Source: an optimization exercise on an open RTL-to-GDS flow (aim: small area, a short achievable clock period and few clock cycles per item). Production flows keep margins and buffers that such runs may drop.

==> fjord: inputs <==
Design gcm_pipe, start of the top module:
module gcm_pipe (
    input  wire         clk,
    input  wire         rst,
    input  wire         start,
    output wire         start_ready,
    input  wire [255:0] key,
    input  wire [9:0]   circuit,
    input  wire [63:0]  frame_count,
    input  wire         epoch,
    input  wire         link_role,
    input  wire [19:0]  len_bytes,
    input  wire         in_valid,
    output wire         in_ready,
    input  wire [127:0] in_data,
    output wire         out_valid,
    input  wire         out_ready,
    output wire [127:0] out_data,
    output wire         out_last
);
clock: 10.0 ns
lec_check: 0
abc_area: 1
cap_margin: 20
core_margin: 2
core_utilization: 42
place_density: 0.52
setup_slack_margin: 5
slew_margin: 20
standard.sh (not shown) runs the stock make flow with config.mk's settings and CLKGATE_MAP_FILE= SYNTH_SCRIPT=/design/flow/synth_recipe.tcl, a recipe that flattens the netlist after the stock synthesis.
==> flow/flow/run.sh <==
#!/bin/bash
# Own layout flow: the standard flow (standard.sh), with two changes:
#  - Yosys's final technology mapping (its abc call) uses flow/abc.script, an
#    area-oriented ABC script, in place of ORFS's. That step does not touch
#    the registers, so they are the standard synthesis's, with the same names.
#  - timing repair aims at a setup slack of 6.8 ns rather than 5 ns
#    (SETUP_SLACK_MARGIN), so the layout is pushed below a 5 ns period.
# Logs: synth.log (synthesis), layout.log (floorplan to final layout); ORFS's
# own logs are in orfs/logs.
set -euo pipefail
W=$(pwd)
cat > "$W/own_synth.tcl" <<EOF
proc abc {args} {
  set i [lsearch -exact \$args -script]
  if {\$i >= 0} {
    set args [lreplace \$args [expr {\$i + 1}] [expr {\$i + 1}] $W/flow/abc.script]
  }
  puts "own flow: abc \$args"
  yosys abc {*}\$args
}
source $W/synth_recipe.tcl
EOF
sed "s#$W/synth_recipe.tcl#$W/own_synth.tcl#g; s/SETUP_SLACK_MARGIN=5 /SETUP_SLACK_MARGIN=6.8 /" standard.sh > own_standard.sh
grep -q own_synth.tcl own_standard.sh
grep -q "SETUP_SLACK_MARGIN=6.8 " own_standard.sh
bash own_standard.sh synth > synth.log 2>&1
grep -q "own flow: abc -script $W/flow/abc.script" orfs/logs/*/gcm_pipe/base/1_2_yosys.log
bash own_standard.sh > layout.log 2>&1
==> flow/flow/abc.script <==
&get -n
&st
&dch
&nf
&put
buffer -c
topo
stime -c
upsize -c
dnsize -c
==> willow: changes against fjord <==
--- a/flow/design.v
+++ b/flow/design.v
@@ -375,17 +375,18 @@
             assign yl = 128'd0;
         end
     endgenerate
 endmodule
 module aes256_core (
     input  wire         clk,
     input  wire         hold,
-    input  wire         inj,      
+    input  wire         c_inj,    
     input  wire         c_kaload, 
     input  wire         c_s1,     
+    input  wire         c_rot,    
     input  wire         c_s2,     
     input  wire         c_k0,     
     input  wire         c_toa,    
     input  wire [2:0]   c_rc,     
     input  wire [255:0] key,      
     input  wire [127:0] din,      
     output wire [127:0] res       
@@ -393,15 +394,16 @@
     reg  [351:0] p_a, p_b;        
     reg  [127:0] a_q, b_q;        
     reg  [127:0] ka, kb;
     reg  [31:0]  lw;
     reg  [87:0]  km;
     wire [351:0] p_a_d, p_b_d;
     wire [127:0] a_out, b_out, a_unused;
-    aes_half1             u_a1 (.s(b_q), .h(p_a_d));
+    wire [127:0] a_in = c_inj ? (din ^ key[255:128]) : b_q;
+    aes_half1             u_a1 (.s(a_in), .h(p_a_d));
     aes_half2 #(.LAST(0)) u_a2 (.h(p_a), .rk(ka), .y(a_out), .yl(a_unused));
     aes_half1             u_b1 (.s(a_q), .h(p_b_d));
     aes_half2 #(.LAST(1)) u_b2 (.h(p_b), .rk(kb), .y(b_out), .yl(res));
     function [7:0] rcon;
         input [2:0] n;
         case (n)
             3'd0: rcon = 8'h01;
@@ -411,34 +413,35 @@
             3'd4: rcon = 8'h10;
             3'd5: rcon = 8'h20;
             default: rcon = 8'h40;
         endcase
     endfunction
     wire [87:0]  km_d;
     wire [31:0]  kx_sub;
+    wire [31:0]  lw_r = c_rot ? {lw[23:0], lw[31:24]} : lw;
     genvar g;
     generate
         for (g = 0; g < 4; g = g + 1) begin : g_ksb
-            aes_sbox_p1t u_k1 (.a(lw[31-8*g -: 8]), .m(km_d[69-22*g -: 4]), .t(km_d[87-22*g -: 18]));
+            aes_sbox_p1t u_k1 (.a(lw_r[31-8*g -: 8]), .m(km_d[69-22*g -: 4]), .t(km_d[87-22*g -: 18]));
             aes_sbox_p2t u_k2 (.m(km[69-22*g -: 4]), .t(km[87-22*g -: 18]), .y(kx_sub[31-8*g -: 8]));
         end
     endgenerate
-    wire [31:0]  kx_t = c_toa ? kx_sub : ({kx_sub[23:0], kx_sub[31:24]} ^ {rcon(c_rc), 24'd0});
+    wire [31:0]  kx_t = c_toa ? kx_sub : (kx_sub ^ {rcon(c_rc), 24'd0});
     wire [127:0] kx_old = c_k0 ? key[255:128] : (c_toa ? ka : kb);
     wire [31:0]  o0 = kx_old[127:96];
     wire [31:0]  o1 = o0 ^ kx_old[95:64];
     wire [31:0]  o2 = o1 ^ kx_old[63:32];
     wire [31:0]  o3 = (kx_old[127:96] ^ kx_old[95:64]) ^ (kx_old[63:32] ^ kx_old[31:0]);
     wire [127:0] kx_new = {o0 ^ kx_t, o1 ^ kx_t, o2 ^ kx_t, o3 ^ kx_t};
     always @(posedge clk) begin
         if (!hold) begin
             p_a <= p_a_d;
             a_q <= a_out;
             p_b <= p_b_d;
-            b_q <= inj ? (din ^ key[255:128]) : b_out;
+            b_q <= b_out;
             if (c_s1)
                 km <= km_d;
             if (c_kaload) begin
                 ka <= key[127:0];
                 lw <= key[31:0];
             end else if (c_s2) begin
                 lw <= kx_new[31:0];
@@ -536,42 +539,43 @@
     reg         sr_p;                
     reg [255:0] key_r;
     reg [9:0]   circ;
     reg [63:0]  fc;
     reg         lr, ep;
     reg [19:0]  len_r;
     reg         nz_r;                
+    reg         go;                  
     wire        accept = start && sr;
-    wire [16:0] n_blk  = {1'b0, len_bytes[19:4]} + {16'd0, (len_bytes[3:0] != 4'd0)};
+    wire [16:0] n_blk  = {1'b0, len_r[19:4]} + {16'd0, (len_r[3:0] != 4'd0)};
     reg         hq;                  
     reg [16:0]  jn;                  
     reg         jnz, j1;             
     reg         jq;                  
     reg [16:0]  jc;                  
     reg [4:0]   ph;                  
     reg         hold;                
-    reg         c_kaload, c_s1, c_s2, c_k0, c_toa;
+    reg         c_inj, c_kaload, c_s1, c_s2, c_k0, c_toa, c_rot;
     reg [2:0]   c_rc;
     reg [1:0]   st0, st1, st2, st3;  
     reg         sv0, sv1, sv2, sv3;  
     reg         sl0, sl1, sl2, sl3;  
     wire [1:0]  job   = hq ? J_H : jnz ? J_CTR : jq ? J_J0 : J_NONE;
     wire        avail = hq || jnz || jq;
-    wire        ph_w  = (ph == 5'd27) || (ph == 5'd31);
-    wire        inj_w = !hold && ph_w && avail;
-    wire        inj_x = !hold && (ph == 5'd0);
-    wire        inj_y = !hold && (ph == 5'd1);
-    wire        inj_z = !hold && (ph == 5'd2);
+    wire        inj_w = !hold && (ph == 5'd0);
+    wire        inj_x = !hold && (ph == 5'd1);
+    wire        inj_y = !hold && (ph == 5'd2);
+    wire        inj_z = !hold && (ph == 5'd3);
     wire        inj   = inj_w || inj_x || inj_y || inj_z;
     wire [127:0] din = (job == J_H) ? 128'd0
                      : {lr, 21'd0, circ, fc, (job == J_CTR) ? {15'd0, jc} : 32'd1};
     wire [127:0] aes_res;
     aes256_core u_aes (
-        .clk(clk), .hold(hold), .inj(inj), .c_kaload(c_kaload), .c_s1(c_s1), .c_s2(c_s2),
-        .c_k0(c_k0), .c_toa(c_toa), .c_rc(c_rc), .key(key_r), .din(din), .res(aes_res)
+        .clk(clk), .hold(hold), .c_inj(c_inj), .c_kaload(c_kaload), .c_s1(c_s1), .c_rot(c_rot),
+        .c_s2(c_s2), .c_k0(c_k0), .c_toa(c_toa), .c_rc(c_rc), .key(key_r), .din(din),
+        .res(aes_res)
     );
     wire        lnd0 = (ph == 5'd27) && sv0;
     wire        lnd1 = (ph == 5'd0 || ph == 5'd28) && sv1;
     wire        lnd2 = (ph == 5'd1 || ph == 5'd29) && sv2;
     wire        lnd3 = (ph == 5'd2 || ph == 5'd30) && sv3;
     wire        land = !hold && (lnd0 || lnd1 || lnd2 || lnd3);
     wire [1:0]  land_t = lnd0 ? st0 : lnd1 ? st1 : lnd2 ? st2 : st3;
@@ -612,15 +616,15 @@
     wire         h_ld    = head_f && (head_t == J_H);
     wire         e_ld    = head_f && (head_t == J_NONE);
     wire         pop     = take_in || tag_ld || h_ld || e_ld;
     wire [3:0]   tail      = len_g[3:0];
     wire [127:0] keep_mask = (head_l && tail != 4'd0) ? ~({128{1'b1}} >> {tail, 3'd0})
                                                      : {128{1'b1}};
     wire        hq_n  = accept || (hq && !(inj && job == J_H));
-    wire [16:0] jn_n  = accept ? n_blk : (inj && job == J_CTR) ? jn - 17'd1 : jn;
+    wire [16:0] jn_n  = go ? n_blk : (inj && job == J_CTR) ? jn - 17'd1 : jn;
     wire        jq_n  = accept || (jq && !(inj && job == J_J0));
     wire [4:0]  ph_n  = hold ? ph
                       : (ph == 5'd27) ? (avail ? 5'd0 : 5'd28)
                       : (ph == 5'd31) ? (avail ? 5'd0 : 5'd31)
                       : ph + 5'd1;
     wire        sv0_n = inj_w || (sv0 && !(land && lnd0));
     wire        sv1_n = inj_x || (sv1 && !(land && lnd1));
@@ -684,35 +688,38 @@
         kt0 <= kt0_n;
         kt1 <= kt1_n;
         kt2 <= kt2_n;
         if (h_ld) begin
             h_r   <= head_ks;
             len_g <= len_r;
         end
-        if (accept)
+        if (go)
             nz_r <= (n_blk == 17'd0);
         out_r <= out_r ^ (ir     ? (((in_data ^ head_ks) & keep_mask) ^ out_r)
                         : tag_ld ? ((acc ^ head_ks) ^ out_r) : 128'd0);
         ol    <= tag_ld || (ol && !take_in);
         if (take_in)
             c_last <= head_l;
         jn  <= jn_n;
         jnz <= (jn_n != 17'd0);
         j1  <= (jn_n == 17'd1);
         if (rst) begin
             sr       <= 1'b1;
+            go       <= 1'b0;
             sr_p     <= 1'b1;
             hq       <= 1'b0;
             jq       <= 1'b0;
             jn       <= 17'd0;
             jnz      <= 1'b0;
             ph       <= 5'd31;
             hold     <= 1'b0;
+            c_inj    <= 1'b0;
             c_kaload <= 1'b0;
             c_s1     <= 1'b0;
+            c_rot    <= 1'b0;
             c_s2     <= 1'b0;
             c_k0     <= 1'b0;
             c_toa    <= 1'b0;
             c_rc     <= 3'd0;
             sv0      <= 1'b0;
             sv1      <= 1'b0;
             sv2      <= 1'b0;
@@ -731,22 +738,25 @@
             st_aad   <= 1'b0;
             st_c     <= 1'b0;
             st_l     <= 1'b0;
             ov       <= 1'b0;
             ir       <= 1'b0;
             ir_p     <= 1'b0;
         end else begin
-            sr   <= !accept && (sr || (jobs_done && cur_aad && ph >= 5'd2 && !(ph == 5'd2 && hold)));
-            sr_p <= !(start && sr_p) && (sr_p || (jobs_done && cur_aad && ph >= 5'd2 && !(ph == 5'd2 && hold)));
+            sr   <= !accept && (sr || (jobs_done && cur_aad && ph >= 5'd3 && !hold));
+            sr_p <= !(start && sr_p) && (sr_p || (jobs_done && cur_aad && ph >= 5'd3 && !hold));
+            go <= accept;
             hq <= hq_n;
             jq <= jq_n;
             ph       <= ph_n;
             hold     <= hold_n;
+            c_inj    <= (ph_n <= 5'd3);
             c_kaload <= (ph_n == 5'd0);
             c_s1     <= ph_n[0] && (ph_n <= 5'd25);
+            c_rot    <= (ph_n[1:0] == 2'd1);
             c_s2     <= !ph_n[0] && (ph_n >= 5'd2) && (ph_n <= 5'd26);
             c_k0     <= (ph_n == 5'd2);
             c_toa    <= (ph_n[1:0] == 2'd0);
             c_rc     <= ph_n[4:2];
             sv0      <= sv0_n;
             sv1      <= sv1_n;
             sv2      <= sv2_n;
==> flow/flow/run.sh (replaced) <==
#!/bin/bash
# Own layout flow: the standard flow (standard.sh), with two changes:
#  - Yosys's final technology mapping (its abc call) uses flow/abc.script, an
#    area-oriented ABC script, in place of ORFS's. That step does not touch
#    the registers, so they are the standard synthesis's, with the same names.
#  - timing repair aims at a setup slack of 6.5 ns rather than 5 ns
#    (SETUP_SLACK_MARGIN), so the layout is pushed below a 5 ns period.
# Logs: synth.log (synthesis), layout.log (floorplan to final layout); ORFS's
# own logs are in orfs/logs.
set -euo pipefail
W=$(pwd)
cat > "$W/own_synth.tcl" <<EOF
proc abc {args} {
  set i [lsearch -exact \$args -script]
  if {\$i >= 0} {
    set args [lreplace \$args [expr {\$i + 1}] [expr {\$i + 1}] $W/flow/abc.script]
  }
  puts "own flow: abc \$args"
  yosys abc {*}\$args
}
source $W/synth_recipe.tcl
EOF
sed "s#$W/synth_recipe.tcl#$W/own_synth.tcl#g; s/SETUP_SLACK_MARGIN=5 /SETUP_SLACK_MARGIN=6.5 /" standard.sh > own_standard.sh
grep -q own_synth.tcl own_standard.sh
grep -q "SETUP_SLACK_MARGIN=6.5 " own_standard.sh
bash own_standard.sh synth > synth.log 2>&1
grep -q "own flow: abc -script $W/flow/abc.script" orfs/logs/*/gcm_pipe/base/1_2_yosys.log
bash own_standard.sh > layout.log 2>&1
==> flow/config.mk (replaced) <==
export PLATFORM = sky130hd
export DESIGN_NAME = gcm_pipe
export DESIGN_NICKNAME = gcm_pipe
export VERILOG_FILES = /design/flow/design.v
export SDC_FILE = /design/flow/constraint.sdc
export NUM_CORES = 8
export LEC_CHECK = 0
export ABC_AREA = 1
export CAP_MARGIN = 20
export CORE_MARGIN = 2
export CORE_UTILIZATION = 47
export PLACE_DENSITY = 0.58
export SETUP_SLACK_MARGIN = 5
export SLEW_MARGIN = 20
==> results.txt <==
| quantity | willow | fjord |
|---|---|---|
| Result of the run | timing/DRC/antenna clean | timing/DRC/antenna clean |
| Number of tapcells | 5016 | 5710 |
| Minimum clock period after layout | 3.78 ns | 3.72 ns |
| Layout Cells excl Fill | 24148 | 25457 |
| # fillers | 32066 | 36536 |
| Clock-pin slew of the registers on the worst-case setup and hold paths | 0.06 ns | 0.07 ns |
| Critical Path Start | u_aes.km[67]$_DFFE_PP_ | len_bytes[2] |
| Highest cell delay on the worst timing path | 0.45 ns | 0.54 ns |
| Count of clock tree sinks | 2698 | 2695 |
| Hold Path Origin | u_gh.xs[40]$_DFF_P_ | len_r[13]$_DFFE_PP_ |
| Gate count after technology mapping | 17695 | 17556 |
| Overall via count from detail_route | 136049 | 141034 |
| End of the worst hold path | u_gh.xs[21]$_DFF_P_ | len_g[13]$_DFFE_PP_ |
| Cts repair resizes | 1775 | 2726 |
| Compound-cell area share of the yosys netlist | 4.25% | 4.28% |
Function was not checked in any run of this note: the RTL went through the layout flow alone.

## static timing again, ports no longer ideal
The flow's constraints put no driver on any port. The routed layouts listed below were extracted and timed again, unchanged, in two steps. Step 1 sets driving cells, clkbuf_16 on the clock port and buf_2 on the other inputs (assumed; they add their load-dependent delay and slew). Step 2 also shifts input and output timing later by t, the mid clock arrival at the registers, as if the neighbouring blocks saw the same clock. Slacks: ideal / step 1 / step 2; pairs: ideal / step 1.
run | t, ns | setup slack, ns | worst setup path at the end
fjord | 1.091 | 6.276 / 6.215 / 5.124 | input to register
willow | 1.077 | 6.216 / 6.216 / 5.673 | input to register
After both steps setup and hold are still met in every run listed. The setup slack of fjord, which loses most, moves by -0.061 ns with the drivers and by -1.152 ns with both steps.
